This is an optimization exercise on Yosys and OpenROAD, whose aim is small area, a short achievable clock period and few clock cycles per item, not a production implementation.

==> v28 <==
==> flow/design.v <==
module cobbler_xu (
    input  wire        clk,
    input  wire        rst,
    input  wire        in_valid,
    output wire        in_ready,
    input  wire [31:0] in_insn,
    input  wire [31:0] in_pc,
    input  wire [31:0] in_a,
    input  wire [31:0] in_b,
    output wire        out_valid,
    input  wire        out_ready,
    output wire [31:0] out_result,
    output wire        out_wen,
    output wire [3:0]  out_rd,
    output wire [31:0] out_npc,
    output wire        out_trap,
    output wire [3:0]  out_cause,
    output wire [31:0] out_eaddr
);
    localparam [1:0] M_IDLE = 2'd0, M_MUL = 2'd1, M_DINIT = 2'd2, M_DITER = 2'd3;
    reg        ov_q;           
    reg        trap_q, wen_q, align_q;
    reg [3:0]  rd_q;
    reg [31:0] r_q;            
    reg [31:0] n_q;            
    reg [1:0]  mode_q;         
    reg [4:0]  cnt_q;          
    reg        dneg_q;         
    assign out_valid  = ov_q;
    assign out_trap   = trap_q;
    assign out_wen    = wen_q;
    assign out_rd     = rd_q;
    assign out_result = r_q;
    assign out_eaddr  = r_q;
    assign out_npc    = n_q;
    assign out_cause  = {2'b00, align_q, 1'b1};
    wire [5:0]  op    = in_insn[31:26];
    wire [3:0]  rd    = in_insn[25:22];
    wire [3:0]  ra_f  = in_insn[21:18];
    wire [3:0]  rb_f  = in_insn[17:14];
    wire [13:0] fn    = in_insn[13:0];
    wire [17:0] imm18 = in_insn[17:0];
    wire [25:0] imm26 = in_insn[25:0];
    wire [31:0] a = in_a;
    wire [31:0] b = in_b;
    wire [31:0] pc = in_pc;
    wire op_alu   = (op == 6'h00);
    wire op_addi  = (op == 6'h01);
    wire op_andi  = (op == 6'h02);
    wire op_ori   = (op == 6'h03);
    wire op_xori  = (op == 6'h04);
    wire op_slti  = (op == 6'h05);
    wire op_shfti = (op == 6'h06);
    wire op_lui   = (op == 6'h07);
    wire op_br    = (op[5:3] == 3'b010) && (op[2:1] != 2'b11);
    wire op_jal   = (op == 6'h16);
    wire op_jalr  = (op == 6'h17);
    wire fn_hi0   = (fn[13:5] == 9'd0);
    wire [4:0] f  = fn[4:0];
    wire f_add  = fn_hi0 && f == 5'd0;
    wire f_sub  = fn_hi0 && f == 5'd1;
    wire f_and  = fn_hi0 && f == 5'd2;
    wire f_or   = fn_hi0 && f == 5'd3;
    wire f_xor  = fn_hi0 && f == 5'd4;
    wire f_shl  = fn_hi0 && f == 5'd5;
    wire f_shr  = fn_hi0 && f == 5'd6;
    wire f_sra  = fn_hi0 && f == 5'd7;
    wire f_slt  = fn_hi0 && f == 5'd8;
    wire f_sltu = fn_hi0 && f == 5'd9;
    wire f_mul  = fn_hi0 && f == 5'd10;
    wire f_mulh = fn_hi0 && (f == 5'd11 || f == 5'd12);
    wire f_mulhs = fn_hi0 && f == 5'd12;
    wire f_divu = fn_hi0 && f == 5'd13;
    wire f_div  = fn_hi0 && (f == 5'd13 || f == 5'd14);
    wire f_min  = fn_hi0 && f == 5'd15;
    wire f_max  = fn_hi0 && f == 5'd16;
    wire f_clz  = fn_hi0 && f == 5'd17;
    wire f_popc = fn_hi0 && f == 5'd18;
    wire f_bswp = fn_hi0 && f == 5'd19;
    wire f_bad  = !fn_hi0 || f > 5'd19;
    wire is_mul = op_alu && (f_mul || f_mulh);
    wire is_div = op_alu && f_div;
    wire [31:0] simm = {{14{imm18[17]}}, imm18};
    wire [31:0] zimm = {14'd0, imm18};
    wire        use_b = op_alu || op_br;
    wire [31:0] opnd  = use_b ? b : simm;
    wire        do_sub = !(op_alu && f_add) && !op_addi && !op_jalr;
    wire [32:0] sum   = {1'b0, a} + {1'b0, do_sub ? ~opnd : opnd} + {32'd0, do_sub};
    wire        lt_u  = !sum[32];
    wire        lt_s  = (a[31] ^ opnd[31]) ? a[31] : sum[31];
    wire        eq    = (a == b);
    wire        div_init = (mode_q == M_DINIT);
    wire [1:0]  shk   = op_alu ? (f_shl ? 2'd0 : (f_shr ? 2'd1 : 2'd2)) : imm18[6:5];
    wire        sh_l  = !div_init && shk == 2'd0;
    wire        sh_a  = !div_init && shk == 2'd2;
    wire [4:0]  shamt = div_init ? cnt_q : (op_alu ? b[4:0] : imm18[4:0]);
    reg  [31:0] a_rev, sh_out;
    integer i;
    always @(*) begin
        for (i = 0; i < 32; i = i + 1)
            a_rev[i] = a[31 - i];
    end
    wire [31:0] sh_in  = sh_l ? a_rev : a;
    wire [32:0] sh_x   = {sh_a & a[31], sh_in};
    wire [32:0] sh_r   = $signed(sh_x) >>> shamt;
    always @(*) begin
        for (i = 0; i < 32; i = i + 1)
            sh_out[i] = sh_l ? sh_r[31 - i] : sh_r[i];
    end
    reg [5:0] clz_a, clz_b, popc;
    always @(*) begin
        clz_a = 6'd32;
        for (i = 0; i < 32; i = i + 1)
            if (a[i]) clz_a = 6'd31 - i[5:0];
        clz_b = 6'd32;
        for (i = 0; i < 32; i = i + 1)
            if (b[i]) clz_b = 6'd31 - i[5:0];
        popc = 6'd0;
        for (i = 0; i < 32; i = i + 1)
            popc = popc + {5'd0, a[i]};
    end
    wire [31:0] pc4   = pc + 32'd4;
    wire [31:0] boff  = op_jal ? {{4{imm26[25]}}, imm26, 2'b00} : {{12{imm18[17]}}, imm18, 2'b00};
    wire [31:0] ptgt  = pc + boff;
    wire [31:0] lopnd = op_alu ? b : zimm;
    wire [31:0] l_and = a & lopnd;
    wire [31:0] l_or  = a | lopnd;
    wire [31:0] l_xor = a ^ lopnd;
    reg        illegal, wr, taken;
    reg [31:0] res;
    always @(*) begin
        illegal = 1'b0;
        wr      = 1'b1;
        taken   = 1'b0;
        res     = 32'd0;
        if (op_alu) begin
            if (f_add | f_sub)      res = sum[31:0];
            if (f_and)              res = l_and;
            if (f_or)               res = l_or;
            if (f_xor)              res = l_xor;
            if (f_shl|f_shr|f_sra)  res = sh_out;
            if (f_slt)              res = {31'd0, lt_s};
            if (f_sltu)             res = {31'd0, lt_u};
            if (f_min)              res = lt_s ? a : b;
            if (f_max)              res = lt_s ? b : a;
            if (f_clz)              res = {26'd0, clz_a};
            if (f_popc)             res = {26'd0, popc};
            if (f_bswp)             res = {a[7:0], a[15:8], a[23:16], a[31:24]};
            if ((f_clz | f_popc | f_bswp) && rb_f != 4'd0) illegal = 1'b1;
            if (f_bad) illegal = 1'b1;
        end else if (op_addi) res = sum[31:0];
        else if (op_andi) res = l_and;
        else if (op_ori)  res = l_or;
        else if (op_xori) res = l_xor;
        else if (op_slti) res = {31'd0, lt_s};
        else if (op_shfti) begin
            res = sh_out;
            illegal = (imm18[17:7] != 11'd0) || (imm18[6:5] == 2'd3);
        end else if (op_lui) begin
            res = {imm18, 14'd0};
            illegal = (ra_f != 4'd0);
        end else if (op_br) begin
            wr = 1'b0;
            case (op[2:0])
                3'd0: taken = eq;
                3'd1: taken = !eq;
                3'd2: taken = lt_s;
                3'd3: taken = !lt_s;
                3'd4: taken = lt_u;
                default: taken = !lt_u;
            endcase
        end else if (op_jal | op_jalr) begin
            res = pc4;
            taken = 1'b1;
        end else begin
            illegal = 1'b1;
        end
    end
    wire        align  = op_jalr && (sum[1:0] != 2'b00);
    wire        trap   = illegal | align;
    wire [3:0]  rd_eff = op_jal ? 4'd15 : rd;
    wire [31:0] tgt    = op_jalr ? sum[31:0] : ptgt;
    wire [31:0] npc    = trap ? pc : (taken ? tgt : pc4);
    wire [31:0] rval   = illegal ? in_insn : (align ? sum[31:0] : res);
    wire        m_busy  = (mode_q == M_MUL);
    wire        m_last  = m_busy && cnt_q[2:0] == 3'd7;
    wire [3:0]  m_dig   = m_busy ? n_q[3:0] : b[3:0];
    wire [31:0] m_acc   = m_busy ? r_q : 32'd0;
    wire        m_sgn   = f_mulhs;
    wire signed [32:0] m_a   = {m_sgn & a[31], a};
    wire signed [4:0]  m_d   = {m_last & m_sgn & m_dig[3], m_dig};
    wire signed [32:0] m_accx = {m_sgn & m_acc[31], m_acc};
    wire signed [37:0] m_s   = m_accx + m_a * m_d;
    wire [31:0] m_lo    = {m_s[3:0], m_busy ? n_q[31:4] : b[31:4]};
    wire [31:0] m_res   = f_mul ? m_lo : m_s[35:4];
    wire        d_iter  = (mode_q == M_DITER);
    wire [5:0]  d_s     = clz_b - clz_a;
    wire        b_zero  = (b == 32'd0);
    wire [32:0] d_part  = d_iter ? {r_q, a[cnt_q]} : {1'b0, sh_out};
    wire [33:0] d_trial = {1'b0, d_part} - {2'b00, b};
    wire        d_fits  = !d_trial[33];
    wire [31:0] d_rem   = d_fits ? d_trial[31:0] : d_part[31:0];
    wire [31:0] d_quo   = {n_q[30:0], d_fits};
    wire        d_quick = div_init && (b_zero || dneg_q);
    wire        d_last  = (div_init || d_iter) && (d_quick || cnt_q == 5'd0);
    wire [31:0] d_qres  = d_quick ? (b_zero ? 32'hFFFF_FFFF : 32'd0) : (div_init ? {31'd0, d_fits} : d_quo);
    wire [31:0] d_rres  = d_quick ? a : d_rem;
    wire [31:0] d_res   = f_divu ? d_qres : d_rres;
    wire idle    = (mode_q == M_IDLE);
    wire free    = !ov_q || out_ready;
    wire multi   = is_mul || is_div;
    assign in_ready = idle ? (free && !multi) : (m_last || d_last);
    wire accept  = in_valid && in_ready;
    wire start   = in_valid && idle && free && multi;
    always @(posedge clk) begin
        if (rst) begin
            ov_q   <= 1'b0;
            mode_q <= M_IDLE;
        end else begin
            if (accept)
                ov_q <= 1'b1;
            else if (out_ready)
                ov_q <= 1'b0;
            if (accept)
                mode_q <= M_IDLE;
            else if (start)
                mode_q <= is_mul ? M_MUL : M_DINIT;
            else if (div_init)
                mode_q <= M_DITER;
        end
    end
    always @(posedge clk) begin
        if (start) begin
            cnt_q  <= is_mul ? 5'd1 : d_s[4:0];
            dneg_q <= d_s[5];
        end else begin
            cnt_q  <= m_busy ? cnt_q + 5'd1 : cnt_q - 5'd1;
        end
        if (idle ? free : (m_last || d_last)) begin
            trap_q  <= trap;
            align_q <= !illegal;
            wen_q   <= wr && !trap && (rd_eff != 4'd0);
            rd_q    <= rd_eff;
        end
        if (m_busy || (idle && is_mul && free)) begin
            r_q     <= m_last ? m_res : m_s[35:4];
            n_q     <= m_last ? npc : m_lo;
        end else if (!idle) begin
            r_q     <= d_last ? d_res : d_rem;
            n_q     <= d_last ? npc : (div_init ? {31'd0, d_fits} : d_quo);
        end else if (free) begin
            r_q     <= rval;
            n_q     <= npc;
        end
    end
endmodule
==> flow/run.sh <==
#!/bin/bash
# synth_recipe.tcl (not shown) runs the flow's synth.tcl, then flattens the netlist and writes it again
# the make line also repeats each setting of config.mk as NAME=value (left out here)
make -C /OpenROAD-flow-scripts/flow DESIGN_CONFIG=/design/flow/config.mk WORK_HOME=/design/flow/orfs CLKGATE_MAP_FILE= SYNTH_SCRIPT=/design/flow/synth_recipe.tcl finish
==> flow/config.mk <==
export PLATFORM = sky130hd
export DESIGN_NAME = cobbler_xu
export DESIGN_NICKNAME = cobbler_xu
export VERILOG_FILES = /design/flow/design.v
export SDC_FILE = /design/flow/constraint.sdc
export NUM_CORES = 4
export LEC_CHECK = 0
export CAP_MARGIN = 30
export CORE_MARGIN = 2
export CORE_UTILIZATION = 30
export SLEW_MARGIN = 30
==> flow/constraint.sdc <==
create_clock -name core_clock -period 12.0 [get_ports {clk}]
set_input_delay 2.4000 -clock core_clock [delete_from_list [all_inputs] [get_ports {clk}]]
set_output_delay 2.4000 -clock core_clock [all_outputs]
set_load 0.01 [all_outputs]
==> v6 (differences from v28) <==
==> flow/design.v, changed modules only <==
module cobbler_xu (
    input  wire        clk,
    input  wire        rst,
    input  wire        in_valid,
    output wire        in_ready,
    input  wire [31:0] in_insn,
    input  wire [31:0] in_pc,
    input  wire [31:0] in_a,
    input  wire [31:0] in_b,
    output wire        out_valid,
    input  wire        out_ready,
    output wire [31:0] out_result,
    output wire        out_wen,
    output wire [3:0]  out_rd,
    output wire [31:0] out_npc,
    output wire        out_trap,
    output wire [3:0]  out_cause,
    output wire [31:0] out_eaddr
);
    localparam [1:0] M_IDLE = 2'd0, M_MUL = 2'd1, M_DINIT = 2'd2, M_DITER = 2'd3;
    reg        v1_q;
    reg [31:0] insn_q, pc_q, a_q, b_q;
    reg        ov_q, trap_q, wen_q, align_q;
    reg [3:0]  rd_q;
    reg [31:0] r_q;            
    reg [31:0] n_q;            
    reg        kv_q, ktrap_q, kwen_q, kalign_q;
    reg [3:0]  krd_q;
    reg [31:0] kr_q, kn_q;
    reg [1:0]  mode_q;         
    reg [4:0]  cnt_q;          
    reg        dneg_q;         
    assign out_valid  = ov_q;
    assign out_trap   = trap_q;
    assign out_wen    = wen_q;
    assign out_rd     = rd_q;
    assign out_result = r_q;
    assign out_eaddr  = r_q;
    assign out_npc    = n_q;
    assign out_cause  = {2'b00, align_q, 1'b1};
    wire [5:0]  op    = insn_q[31:26];
    wire [3:0]  rd    = insn_q[25:22];
    wire [3:0]  ra_f  = insn_q[21:18];
    wire [3:0]  rb_f  = insn_q[17:14];
    wire [13:0] fn    = insn_q[13:0];
    wire [17:0] imm18 = insn_q[17:0];
    wire [25:0] imm26 = insn_q[25:0];
    wire [31:0] a  = a_q;
    wire [31:0] b  = b_q;
    wire [31:0] pc = pc_q;
    wire op_alu   = (op == 6'h00);
    wire op_addi  = (op == 6'h01);
    wire op_andi  = (op == 6'h02);
    wire op_ori   = (op == 6'h03);
    wire op_xori  = (op == 6'h04);
    wire op_slti  = (op == 6'h05);
    wire op_shfti = (op == 6'h06);
    wire op_lui   = (op == 6'h07);
    wire op_br    = (op[5:3] == 3'b010) && (op[2:1] != 2'b11);
    wire op_jal   = (op == 6'h16);
    wire op_jalr  = (op == 6'h17);
    wire fn_hi0   = (fn[13:5] == 9'd0);
    wire [4:0] f  = fn[4:0];
    wire f_add  = fn_hi0 && f == 5'd0;
    wire f_sub  = fn_hi0 && f == 5'd1;
    wire f_and  = fn_hi0 && f == 5'd2;
    wire f_or   = fn_hi0 && f == 5'd3;
    wire f_xor  = fn_hi0 && f == 5'd4;
    wire f_shl  = fn_hi0 && f == 5'd5;
    wire f_shr  = fn_hi0 && f == 5'd6;
    wire f_sra  = fn_hi0 && f == 5'd7;
    wire f_slt  = fn_hi0 && f == 5'd8;
    wire f_sltu = fn_hi0 && f == 5'd9;
    wire f_mul  = fn_hi0 && f == 5'd10;
    wire f_mulh = fn_hi0 && (f == 5'd11 || f == 5'd12);
    wire f_mulhs = fn_hi0 && f == 5'd12;
    wire f_divu = fn_hi0 && f == 5'd13;
    wire f_div  = fn_hi0 && (f == 5'd13 || f == 5'd14);
    wire f_min  = fn_hi0 && f == 5'd15;
    wire f_max  = fn_hi0 && f == 5'd16;
    wire f_clz  = fn_hi0 && f == 5'd17;
    wire f_popc = fn_hi0 && f == 5'd18;
    wire f_bswp = fn_hi0 && f == 5'd19;
    wire f_bad  = !fn_hi0 || f > 5'd19;
    wire is_mul = op_alu && (f_mul || f_mulh);
    wire is_div = op_alu && f_div;
    wire [31:0] simm = {{14{imm18[17]}}, imm18};
    wire [31:0] zimm = {14'd0, imm18};
    wire        use_b = op_alu || op_br;
    wire [31:0] opnd  = use_b ? b : simm;
    wire        do_sub = !(op_alu && f_add) && !op_addi && !op_jalr;
    wire [32:0] sum   = {1'b0, a} + {1'b0, do_sub ? ~opnd : opnd} + {32'd0, do_sub};
    wire        lt_u  = !sum[32];
    wire        lt_s  = (a[31] ^ opnd[31]) ? a[31] : sum[31];
    wire        eq    = (a == b);
    wire        div_init = (mode_q == M_DINIT);
    wire [1:0]  shk   = op_alu ? (f_shl ? 2'd0 : (f_shr ? 2'd1 : 2'd2)) : imm18[6:5];
    wire        sh_l  = !div_init && shk == 2'd0;
    wire        sh_a  = !div_init && shk == 2'd2;
    wire [4:0]  shamt = div_init ? cnt_q : (op_alu ? b[4:0] : imm18[4:0]);
    reg  [31:0] a_rev, sh_out;
    integer i;
    always @(*) begin
        for (i = 0; i < 32; i = i + 1)
            a_rev[i] = a[31 - i];
    end
    wire [31:0] sh_in  = sh_l ? a_rev : a;
    wire [32:0] sh_x   = {sh_a & a[31], sh_in};
    wire [32:0] sh_r   = $signed(sh_x) >>> shamt;
    always @(*) begin
        for (i = 0; i < 32; i = i + 1)
            sh_out[i] = sh_l ? sh_r[31 - i] : sh_r[i];
    end
    reg [5:0] clz_a, clz_b, popc;
    always @(*) begin
        clz_a = 6'd32;
        for (i = 0; i < 32; i = i + 1)
            if (a[i]) clz_a = 6'd31 - i[5:0];
        clz_b = 6'd32;
        for (i = 0; i < 32; i = i + 1)
            if (b[i]) clz_b = 6'd31 - i[5:0];
        popc = 6'd0;
        for (i = 0; i < 32; i = i + 1)
            popc = popc + {5'd0, a[i]};
    end
    wire [31:0] pc4   = pc + 32'd4;
    wire [31:0] boff  = op_jal ? {{4{imm26[25]}}, imm26, 2'b00} : {{12{imm18[17]}}, imm18, 2'b00};
    wire [31:0] ptgt  = pc + boff;
    wire [31:0] lopnd = op_alu ? b : zimm;
    wire [31:0] l_and = a & lopnd;
    wire [31:0] l_or  = a | lopnd;
    wire [31:0] l_xor = a ^ lopnd;
    reg        illegal, wr, taken;
    reg [31:0] res;
    always @(*) begin
        illegal = 1'b0;
        wr      = 1'b1;
        taken   = 1'b0;
        res     = 32'd0;
        if (op_alu) begin
            if (f_add | f_sub)      res = sum[31:0];
            if (f_and)              res = l_and;
            if (f_or)               res = l_or;
            if (f_xor)              res = l_xor;
            if (f_shl|f_shr|f_sra)  res = sh_out;
            if (f_slt)              res = {31'd0, lt_s};
            if (f_sltu)             res = {31'd0, lt_u};
            if (f_min)              res = lt_s ? a : b;
            if (f_max)              res = lt_s ? b : a;
            if (f_clz)              res = {26'd0, clz_a};
            if (f_popc)             res = {26'd0, popc};
            if (f_bswp)             res = {a[7:0], a[15:8], a[23:16], a[31:24]};
            if ((f_clz | f_popc | f_bswp) && rb_f != 4'd0) illegal = 1'b1;
            if (f_bad) illegal = 1'b1;
        end else if (op_addi) res = sum[31:0];
        else if (op_andi) res = l_and;
        else if (op_ori)  res = l_or;
        else if (op_xori) res = l_xor;
        else if (op_slti) res = {31'd0, lt_s};
        else if (op_shfti) begin
            res = sh_out;
            illegal = (imm18[17:7] != 11'd0) || (imm18[6:5] == 2'd3);
        end else if (op_lui) begin
            res = {imm18, 14'd0};
            illegal = (ra_f != 4'd0);
        end else if (op_br) begin
            wr = 1'b0;
            case (op[2:0])
                3'd0: taken = eq;
                3'd1: taken = !eq;
                3'd2: taken = lt_s;
                3'd3: taken = !lt_s;
                3'd4: taken = lt_u;
                default: taken = !lt_u;
            endcase
        end else if (op_jal | op_jalr) begin
            res = pc4;
            taken = 1'b1;
        end else begin
            illegal = 1'b1;
        end
    end
    wire        align  = op_jalr && (sum[1:0] != 2'b00);
    wire        trap   = illegal | align;
    wire [3:0]  rd_eff = op_jal ? 4'd15 : rd;
    wire [31:0] tgt    = op_jalr ? sum[31:0] : ptgt;
    wire [31:0] npc    = trap ? pc : (taken ? tgt : pc4);
    wire [31:0] rval   = illegal ? insn_q : (align ? sum[31:0] : res);
    wire        m_busy  = (mode_q == M_MUL);
    wire        m_last  = m_busy && cnt_q[2:0] == 3'd7;
    wire [31:0] m_acc   = m_busy ? r_q : 32'd0;
    wire        m_sgn   = f_mulhs;
    wire signed [32:0] m_a   = {m_sgn & a[31], a};
    wire signed [4:0]  m_d   = {m_last & m_sgn & b[3], b[3:0]};
    wire signed [32:0] m_accx = {m_sgn & m_acc[31], m_acc};
    wire signed [37:0] m_s   = m_accx + m_a * m_d;
    wire [31:0] m_lo    = {m_s[3:0], b[31:4]};
    wire [31:0] m_res   = f_mul ? m_lo : m_s[35:4];
    wire        d_iter  = (mode_q == M_DITER);
    wire [5:0]  d_s     = clz_b - clz_a;
    wire        b_zero  = (b == 32'd0);
    wire [32:0] d_part  = d_iter ? {r_q, a[cnt_q]} : {1'b0, sh_out};
    wire [33:0] d_trial = {1'b0, d_part} - {2'b00, b};
    wire        d_fits  = !d_trial[33];
    wire [31:0] d_rem   = d_fits ? d_trial[31:0] : d_part[31:0];
    wire [31:0] d_quo   = {n_q[30:0], d_fits};
    wire        d_quick = div_init && (b_zero || dneg_q);
    wire        d_last  = (div_init || d_iter) && (d_quick || cnt_q == 5'd0);
    wire [31:0] d_qres  = d_quick ? (b_zero ? 32'hFFFF_FFFF : 32'd0) : (div_init ? {31'd0, d_fits} : d_quo);
    wire [31:0] d_rres  = d_quick ? a : d_rem;
    wire [31:0] d_res   = f_divu ? d_qres : d_rres;
    wire        x_trap  = trap;
    wire        x_align = !illegal;
    wire        x_wen   = wr && !trap && (rd_eff != 4'd0);
    wire [3:0]  x_rd    = rd_eff;
    wire [31:0] x_r     = m_busy ? m_res : ((div_init || d_iter) ? d_res : rval);
    wire [31:0] x_n     = npc;
    wire idle    = (mode_q == M_IDLE);
    wire multi   = is_mul || is_div;
    wire deq     = ov_q && out_ready;
    wire done    = idle ? !multi : (m_last || d_last);
    wire move    = v1_q && done && !kv_q;
    wire start   = v1_q && idle && multi && !kv_q && (!ov_q || out_ready);
    assign in_ready = !v1_q || move;
    always @(posedge clk) begin
        if (rst) begin
            v1_q   <= 1'b0;
            ov_q   <= 1'b0;
            kv_q   <= 1'b0;
            mode_q <= M_IDLE;
        end else begin
            if (in_ready)
                v1_q <= in_valid;
            if (move)
                mode_q <= M_IDLE;
            else if (start)
                mode_q <= is_mul ? M_MUL : M_DINIT;
            else if (div_init)
                mode_q <= M_DITER;
            if (move) begin
                ov_q <= 1'b1;
                kv_q <= ov_q && !out_ready;
            end else if (deq) begin
                ov_q <= kv_q;
                kv_q <= 1'b0;
            end
        end
    end
    always @(posedge clk) begin
        if (in_ready) begin
            insn_q <= in_insn;
            pc_q   <= in_pc;
            a_q    <= in_a;
            b_q    <= in_b;
        end else if (start && is_mul || m_busy) begin
            b_q    <= m_lo;
        end
        if (start) begin
            cnt_q  <= is_mul ? 5'd1 : d_s[4:0];
            dneg_q <= d_s[5];
        end else begin
            cnt_q  <= m_busy ? cnt_q + 5'd1 : cnt_q - 5'd1;
        end
        if (move) begin
            ktrap_q  <= x_trap;
            kalign_q <= x_align;
            kwen_q   <= x_wen;
            krd_q    <= x_rd;
            kr_q     <= x_r;
            kn_q     <= x_n;
        end
        if (move && (!ov_q || out_ready) || deq && kv_q) begin
            trap_q  <= kv_q ? ktrap_q  : x_trap;
            align_q <= kv_q ? kalign_q : x_align;
            wen_q   <= kv_q ? kwen_q   : x_wen;
            rd_q    <= kv_q ? krd_q    : x_rd;
            r_q     <= kv_q ? kr_q     : x_r;
            n_q     <= kv_q ? kn_q     : x_n;
        end else if (start && is_mul || m_busy) begin
            r_q     <= m_s[35:4];
        end else if (div_init || d_iter) begin
            r_q     <= d_rem;
            n_q     <= div_init ? {31'd0, d_fits} : d_quo;
        end
    end
endmodule
==> impl_metrics.toml <==
[routing]
wl_met1_mm = 111

[cells_and_area]
fin_nets = 5617

[run_status]
status = "finished clean"

[setup_path]
regToRegStartpoint = "insn_q[10]"

[cts]
cts_buffer_depth = 3

[yosys]
muxShareOfSynthArea = 0.0409

[placement]
dp_cells = 6781
The numbers above come from v6.

==> impl_metrics.toml <==
[yosys]
muxShareOfSynthArea = 0.0424

[placement]
dp_cells = 6051

[routing]
wl_met1_mm = 90.7

[run_status]
status = "finished clean"

[setup_path]
regToRegStartpoint = "mode_q[0]"

[cells_and_area]
fin_nets = 5219
The numbers above come from v28.

No run of this note included a check of the RTL's function; only the layout flow was run.

## afterwards: timing with drivers on the ports
No port has a modelled driver above. Below, the same layouts with a new extraction and two added sets of constraints.
Step 1, drivers: a clkbuf_16 drives clk and a buf_2 each remaining input, both assumed.
Step 2 adds t to the input delays and takes it off the output delays; t is the mean of the earliest and latest rising clock arrival at the registers after step 1. Input paths then give back, and output paths get back, about the clock's delay inside the block.
Slacks: ideal ports / drivers / drivers and shift; pairs: ideal ports / drivers.
run | t, ns | setup WS [ns] | worst setup path after step 2 | worst data-port slew with drivers (ns) | pins driven straight from the clock port
v28 | 0.466 | 1.157 / 1.203 / 0.738 | input to register | 0.09 | 1
v6 | 0.675 | 1.623 / 1.623 / 1.623 | register to register | 0.13 | 1
After both steps setup and hold are still met in every run listed. For v28, which loses most, drivers alone change the setup slack by +0.046 ns; drivers and shift together by -0.419 ns.
